What follows belongs to an exercise in optimizing a design on an open flow for a short achievable clock period and few clock cycles per item; a production flow would make more cautious choices. In this exercise RTL edits were held to simulation tests only and were not proved equivalent to the original. The flow treats the clock pin as an ideal source, which a real chip does not have.

==> v23 <==
## sc_band_adapt
module sc_band_adapt (
    input  wire        clk,
    input  wire        rst,
    input  wire        start,
    input  wire [15:0] n_edges,    
    input  wire [31:0] t_span,     
    input  wire [15:0] fsw_tgt,    
    input  wire [8:0]  k_b,        
    input  wire [15:0] h_in,       
    input  wire [15:0] h_min,
    input  wire [15:0] h_max,
    output wire        ready,
    output wire        done,
    output reg  [31:0] f_meas,
    output reg  [17:0] rho,        
    output reg  [15:0] h_out,
    output reg         at_min,
    output reg         at_max
);
clock: 12.0 ns
lec_check: 0
abc_clock_period_in_ps: 3000
cap_margin: 20
core_margin: 2
core_utilization: 50
slew_margin: 20
standard.sh (not shown) runs the stock make flow with config.mk's settings and CLKGATE_MAP_FILE= SYNTH_SCRIPT=/design/flow/synth_recipe.tcl, a recipe that flattens the netlist after the stock synthesis.
==> flow/flow/run.sh <==
#!/bin/bash
# Layout: the standard flow (standard.sh), with synthesis run unchanged and
# these settings for the later steps:
#  - timing repair aims for SETUP_MARGIN ns of setup slack beyond the clock
#    period, so it keeps shortening the critical paths past the 12 ns constraint;
#  - sizing may change a cell's footprint (MATCH_CELL_FOOTPRINT=0);
set -euo pipefail
cd "$(dirname "${BASH_SOURCE[0]}")/.."
SETUP_MARGIN=${SETUP_MARGIN:-8.0}
bash standard.sh synth > synth.log 2>&1
bash standard.sh SETUP_SLACK_MARGIN="$SETUP_MARGIN" MATCH_CELL_FOOTPRINT=0 \
    TNS_END_PERCENT=100 \
    "BUFFER_PORTS_ARGS=-buffer_cell sky130_fd_sc_hd__buf_4" finish > layout.log 2>&1
==> v21: changes against v23 <==
--- a/flow/design.v
+++ b/flow/design.v
@@ -89,16 +89,17 @@
         hmx2 <= hmx1;
     end
     wire [32*(ND1+1)-1:0] d1_r;
     wire [32*(ND1+1)-1:0] d1_dq;
     wire [32*(ND1+1)-1:0] d1_t;
     wire [34*(ND1+1)-1:0] d1_t3;
     wire [ND1:0]          d1_s;
     wire [73*(ND1+1)-1:0] d1_x;       
+    wire [2*ND1-1:0]      d1_qd;      
     assign d1_r[31:0]  = {18'd0, num2[45:32]};
     assign d1_dq[31:0] = num2[31:0];
     assign d1_t[31:0]  = t2;
     assign d1_t3[33:0] = t32;
     assign d1_s[0]     = 1'b0;
     assign d1_x[72:0]  = {tg2, kb2, h2, hmn2, hmx2};
     genvar gi;
     generate
@@ -128,16 +129,17 @@
                 x_q  <= d1_x[gi*73 +: 73];
             end
             assign d1_r[(gi+1)*32 +: 32]  = r_q;
             assign d1_dq[(gi+1)*32 +: 32] = dq_q;
             assign d1_t[(gi+1)*32 +: 32]  = t_q;
             assign d1_t3[(gi+1)*34 +: 34] = t3_q;
             assign d1_s[gi+1]             = s_q;
             assign d1_x[(gi+1)*73 +: 73]  = x_q;
+            assign d1_qd[gi*2 +: 2]       = qd;
         end
     endgenerate
     wire [15:0] tg_l = d1_x[(ND1-1)*73 + 57 +: 16];
     wire [8:0]  kb_l = d1_x[(ND1-1)*73 + 48 +: 9];
     wire [41:0] tlw = {26'd0, tg_l};
     wire [41:0] p0 = ~(kb_l[0] ? tlw      : 42'd0);
     wire [41:0] p1 = ~(kb_l[1] ? tlw << 1 : 42'd0);
     wire [41:0] p2 = ~(kb_l[2] ? tlw << 2 : 42'd0);
@@ -156,19 +158,20 @@
     wire [41:0] pe0s = csa_s(pb0s, pb0c, pb1s), pe0c = csa_c(pb0s, pb0c, pb1s);
     wire [41:0] pe1s = csa_s(pe0s, pe0c, pb1c), pe1c = csa_c(pe0s, pe0c, pb1c);
     wire [41:0] pe2s = csa_s(pe1s, pe1c, p9),   pe2c = csa_c(pe1s, pe1c, p9);
     reg  [41:0] nks, nkc;
     always @(posedge clk) begin
         nks <= pe2s;
         nkc <= pe2c;
     end
-    wire        s_e = d1_s[ND1];
-    wire [31:0] q_e = d1_dq[ND1*32 +: 32];
-    wire [31:0] f_q = s_e ? 32'hFFFF_FFFF : q_e;
+    reg  [31:0] f_l;
+    always @(posedge clk)
+        f_l <= d1_s[ND1-1] ? 32'hFFFF_FFFF : {d1_dq[(ND1-1)*32 +: 30], d1_qd[(ND1-1)*2 +: 2]};
+    wire [31:0] f_q = f_l;
     wire [15:0] tg_e, h_e, hn_e, hx_e;
     wire [8:0]  kb_e;
     assign {tg_e, kb_e, h_e, hn_e, hx_e} = d1_x[ND1*73 +: 73];
     wire [41:0] fw = {10'd0, f_q};
     wire [41:0] k0 = kb_e[0] ? fw      : 42'd0;
     wire [41:0] k1 = kb_e[1] ? fw << 1 : 42'd0;
     wire [41:0] k2 = kb_e[2] ? fw << 2 : 42'd0;
     wire [41:0] k3 = kb_e[3] ? fw << 3 : 42'd0;
@@ -190,17 +193,17 @@
     reg  [31:0] fb;
     reg         posb;
     reg  [15:0] tgb;
     reg  [15:0] hb, hnb, hxb;
     always @(posedge clk) begin
         kra  <= y9s;
         krb  <= y9c;
         fb   <= f_q;
-        posb <= s_e || (q_e >= {16'd0, tg_e});
+        posb <= (f_q >= {16'd0, tg_e});
         tgb  <= tg_e;
         hb   <= h_e;
         hnb  <= hn_e;
         hxb  <= hx_e;
     end
     wire [41:0] npos = kra + krb;
     wire [41:0] nneg = ~kra + ~krb + 42'd2;
     wire [32:0] hbw = {17'd0, hb};
==> flow/flow/run.sh (replaced) <==
#!/bin/bash
# Layout: the standard flow (standard.sh), with synthesis run unchanged and
# these settings for the later steps:
#  - timing repair aims for SETUP_MARGIN ns of setup slack beyond the clock
#    period, so it keeps shortening the critical paths past the 12 ns constraint;
#  - sizing may change a cell's footprint (MATCH_CELL_FOOTPRINT=0);
set -euo pipefail
cd "$(dirname "${BASH_SOURCE[0]}")/.."
SETUP_MARGIN=${SETUP_MARGIN:-8.4}
bash standard.sh synth > synth.log 2>&1
bash standard.sh SETUP_SLACK_MARGIN="$SETUP_MARGIN" MATCH_CELL_FOOTPRINT=0 \
    TNS_END_PERCENT=100 \
    "BUFFER_PORTS_ARGS=-buffer_cell sky130_fd_sc_hd__buf_4" finish > layout.log 2>&1
Settings changed: CORE_UTILIZATION 50 to 58, CTS_CLUSTER_DIAMETER set to 150, CTS_CLUSTER_SIZE set to 20, PLACE_DENSITY set to 0.68.
==> v37: changes against v23 <==
--- a/flow/design.v
+++ b/flow/design.v
@@ -14,33 +14,47 @@
     output reg  [31:0] f_meas,
     output reg  [17:0] rho,        
     output reg  [15:0] h_out,
     output reg         at_min,
     output reg         at_max
 );
     localparam integer ND1 = 16;           
     localparam integer ND2 = 7;            
-    localparam integer LAT = 2 + ND1 + 2 + ND2 + 3;
+    localparam integer LAT = 1 + 2 + ND1 + 2 + ND2 + 3;
     function [47:0] csa_s;
         input [47:0] x, y, z;
         csa_s = x ^ y ^ z;
     endfunction
     function [47:0] csa_c;
         input [47:0] x, y, z;
         csa_c = ((x & y) | (x & z) | (y & z)) << 1;
     endfunction
     assign ready = 1'b1;
     reg [LAT-1:0] vld;
     always @(posedge clk) begin
         if (rst) vld <= {LAT{1'b0}};
         else     vld <= {vld[LAT-2:0], start};
     end
     assign done = vld[LAT-1];
-    wire [37:0] nw = {22'd0, n_edges};
+    reg [15:0] n0;
+    reg [31:0] t0;
+    reg [15:0] tg0;
+    reg [8:0]  kb0;
+    reg [15:0] h0, hmn0, hmx0;
+    always @(posedge clk) begin
+        n0   <= n_edges;
+        t0   <= t_span;
+        tg0  <= fsw_tgt;
+        kb0  <= k_b;
+        h0   <= h_in;
+        hmn0 <= h_min;
+        hmx0 <= h_max;
+    end
+    wire [37:0] nw = {22'd0, n0};
     wire [37:0] c0 = nw << 21;
     wire [37:0] c1 = ~(nw << 17);
     wire [37:0] c2 = ~(nw << 14);
     wire [37:0] c3 = nw << 12;
     wire [37:0] c4 = ~(nw << 9);
     wire [37:0] c5 = ~(nw << 7);
     wire [37:0] c6 = ~(nw << 5);
     wire [37:0] c7 = nw << 2;
@@ -57,23 +71,23 @@
     reg         nz1;
     reg  [31:0] t1;
     reg  [15:0] tg1;
     reg  [8:0]  kb1;
     reg  [15:0] h1, hmn1, hmx1;
     always @(posedge clk) begin
         r1a  <= e1s;
         r1b  <= e1c;
-        nz1  <= (n_edges != 16'd0);
-        t1   <= t_span;
-        tg1  <= fsw_tgt;
-        kb1  <= k_b;
-        h1   <= h_in;
-        hmn1 <= h_min;
-        hmx1 <= h_max;
+        nz1  <= (n0 != 16'd0);
+        t1   <= t0;
+        tg1  <= tg0;
+        kb1  <= kb0;
+        h1   <= h0;
+        hmn1 <= hmn0;
+        hmx1 <= hmx0;
     end
     wire [37:0] e2s = csa_s(r1a, r1b, c9), e2c = csa_c(r1a, r1b, c9);
     wire [37:0] m5  = e2s + e2c;
     reg  [45:0] num2;
     reg  [31:0] t2;
     reg  [33:0] t32;
     reg  [15:0] tg2;
     reg  [8:0]  kb2;
@@ -89,16 +103,17 @@
         hmx2 <= hmx1;
     end
     wire [32*(ND1+1)-1:0] d1_r;
     wire [32*(ND1+1)-1:0] d1_dq;
     wire [32*(ND1+1)-1:0] d1_t;
     wire [34*(ND1+1)-1:0] d1_t3;
     wire [ND1:0]          d1_s;
     wire [73*(ND1+1)-1:0] d1_x;       
+    wire [2*ND1-1:0]      d1_qd;      
     assign d1_r[31:0]  = {18'd0, num2[45:32]};
     assign d1_dq[31:0] = num2[31:0];
     assign d1_t[31:0]  = t2;
     assign d1_t3[33:0] = t32;
     assign d1_s[0]     = 1'b0;
     assign d1_x[72:0]  = {tg2, kb2, h2, hmn2, hmx2};
     genvar gi;
     generate
@@ -128,16 +143,17 @@
                 x_q  <= d1_x[gi*73 +: 73];
             end
             assign d1_r[(gi+1)*32 +: 32]  = r_q;
             assign d1_dq[(gi+1)*32 +: 32] = dq_q;
             assign d1_t[(gi+1)*32 +: 32]  = t_q;
             assign d1_t3[(gi+1)*34 +: 34] = t3_q;
             assign d1_s[gi+1]             = s_q;
             assign d1_x[(gi+1)*73 +: 73]  = x_q;
+            assign d1_qd[gi*2 +: 2]       = qd;
         end
     endgenerate
     wire [15:0] tg_l = d1_x[(ND1-1)*73 + 57 +: 16];
     wire [8:0]  kb_l = d1_x[(ND1-1)*73 + 48 +: 9];
     wire [41:0] tlw = {26'd0, tg_l};
     wire [41:0] p0 = ~(kb_l[0] ? tlw      : 42'd0);
     wire [41:0] p1 = ~(kb_l[1] ? tlw << 1 : 42'd0);
     wire [41:0] p2 = ~(kb_l[2] ? tlw << 2 : 42'd0);
@@ -156,19 +172,20 @@
     wire [41:0] pe0s = csa_s(pb0s, pb0c, pb1s), pe0c = csa_c(pb0s, pb0c, pb1s);
     wire [41:0] pe1s = csa_s(pe0s, pe0c, pb1c), pe1c = csa_c(pe0s, pe0c, pb1c);
     wire [41:0] pe2s = csa_s(pe1s, pe1c, p9),   pe2c = csa_c(pe1s, pe1c, p9);
     reg  [41:0] nks, nkc;
     always @(posedge clk) begin
         nks <= pe2s;
         nkc <= pe2c;
     end
-    wire        s_e = d1_s[ND1];
-    wire [31:0] q_e = d1_dq[ND1*32 +: 32];
-    wire [31:0] f_q = s_e ? 32'hFFFF_FFFF : q_e;
+    reg  [31:0] f_l;
+    always @(posedge clk)
+        f_l <= d1_s[ND1-1] ? 32'hFFFF_FFFF : {d1_dq[(ND1-1)*32 +: 30], d1_qd[(ND1-1)*2 +: 2]};
+    wire [31:0] f_q = f_l;
     wire [15:0] tg_e, h_e, hn_e, hx_e;
     wire [8:0]  kb_e;
     assign {tg_e, kb_e, h_e, hn_e, hx_e} = d1_x[ND1*73 +: 73];
     wire [41:0] fw = {10'd0, f_q};
     wire [41:0] k0 = kb_e[0] ? fw      : 42'd0;
     wire [41:0] k1 = kb_e[1] ? fw << 1 : 42'd0;
     wire [41:0] k2 = kb_e[2] ? fw << 2 : 42'd0;
     wire [41:0] k3 = kb_e[3] ? fw << 3 : 42'd0;
@@ -190,17 +207,17 @@
     reg  [31:0] fb;
     reg         posb;
     reg  [15:0] tgb;
     reg  [15:0] hb, hnb, hxb;
     always @(posedge clk) begin
         kra  <= y9s;
         krb  <= y9c;
         fb   <= f_q;
-        posb <= s_e || (q_e >= {16'd0, tg_e});
+        posb <= (f_q >= {16'd0, tg_e});
         tgb  <= tg_e;
         hb   <= h_e;
         hnb  <= hn_e;
         hxb  <= hx_e;
     end
     wire [41:0] npos = kra + krb;
     wire [41:0] nneg = ~kra + ~krb + 42'd2;
     wire [32:0] hbw = {17'd0, hb};
==> flow/flow/run.sh (replaced) <==
#!/bin/bash
# Layout: the standard flow (standard.sh), with synthesis run unchanged and
# these settings for the later steps:
#  - timing repair aims for SETUP_MARGIN ns of setup slack beyond the clock
#    period, so it keeps shortening the critical paths past the 12 ns constraint;
#  - sizing may change a cell's footprint (MATCH_CELL_FOOTPRINT=0);
#  - the port buffers are buf_4 cells instead of the flow's first pick;
set -euo pipefail
cd "$(dirname "${BASH_SOURCE[0]}")/.."
SETUP_MARGIN=${SETUP_MARGIN:-8.4}
bash standard.sh synth > synth.log 2>&1
bash standard.sh SETUP_SLACK_MARGIN="$SETUP_MARGIN" MATCH_CELL_FOOTPRINT=0 \
    TNS_END_PERCENT=100 \
    "BUFFER_PORTS_ARGS=-buffer_cell sky130_fd_sc_hd__buf_4" \
    "PRE_CTS_TCL=$PWD/flow/pre_cts.tcl" finish > layout.log 2>&1
==> flow/flow/pre_cts.tcl (new file) <==
# Move each flip-flop that drives an output port's buffer next to that
# buffer (the buffers sit by the ports), then legalize the placement.
set block [ord::get_db_block]
set moved 0
foreach bterm [$block getBTerms] {
  if {[$bterm getIoType] ne "OUTPUT"} { continue }
  set net [$bterm getNet]
  if {$net eq "NULL"} { continue }
  set drv ""
  foreach it [$net getITerms] { if {[$it isOutputSignal]} { set drv $it } }
  if {$drv eq ""} { continue }
  set buf [$drv getInst]
  set in_net ""
  foreach it [$buf getITerms] { if {[$it isInputSignal]} { set in_net [$it getNet] } }
  if {$in_net eq "" || $in_net eq "NULL"} { continue }
  set ffq ""
  set nload 0
  foreach it [$in_net getITerms] {
    if {[$it isOutputSignal]} { set ffq $it } else { incr nload }
  }
  if {$ffq eq "" || $nload != 1} { continue }
  set ff [$ffq getInst]
  if {![string match "sky130_fd_sc_hd__df*" [[$ff getMaster] getName]]} { continue }
  lassign [$buf getLocation] bx by
  $ff setLocation $bx $by
  incr moved
}
puts "pre_cts: moved $moved output flip-flops next to their port buffers"
detailed_placement
check_placement -verbose
Settings changed: CORE_UTILIZATION 50 to 66, CTS_CLUSTER_DIAMETER set to 150, CTS_CLUSTER_SIZE set to 20, PLACE_DENSITY set to 0.76.
==> comparison <==
- Of v37 and v21, v21 has the higher register-to-register slack (gap 0.04 ns).
- Via count: v21 < v23 < v37.
- In v21 the sequential share of layout area is higher than in v23, by 0.62 points.
- Cell count, lowest first: v37, v21, v23.
Testbench counts of v23, summed over its fixed seeds: cycles 2,632, items 2,400.
Testbench counts of v21, summed over its fixed seeds: cycles 2,632, items 2,400.
Testbench counts of v37, summed over its fixed seeds: cycles 2,640, items 2,400.

## afterwards: timing with drivers on the ports
In the flow no input, the clock included, has a driving cell. The finished layouts below were timed again as built, in two steps. Step 1, drivers: a clkbuf_16 drives clk and a buf_2 each remaining input, both assumed. Step 2 moves the port delays by t, midway between the first and last clock arrival at a register: inputs arrive t later, outputs are due t later. That takes back most of the time a late clock gives input paths. Three values: no drivers, after step 1, after step 2; two values: the first two.
| run | t, ns | slack for setup (ns) | worst hold slack (ns) | worst setup path at the end | clock arrival spread, ns |
|---|---|---|---|---|---|
| v23 | 1.203 | 8.024 / 7.895 / 6.946 | 0.260 / 0.260 / 0.260 | input to register | 0.123 / 0.123 |
| v21 | 1.087 | 8.026 / 7.921 / 7.011 | 0.248 / 0.248 / 0.248 | input to register | 0.101 / 0.101 |
| v37 | 1.119 | 8.122 / 7.991 / 8.146 | 0.301 / 0.301 / 0.301 | register to register | 0.078 / 0.079 |
After both steps every run listed still meets setup and hold. For v23, which loses most, drivers alone change the setup slack by -0.129 ns; drivers and shift together by -1.078 ns.
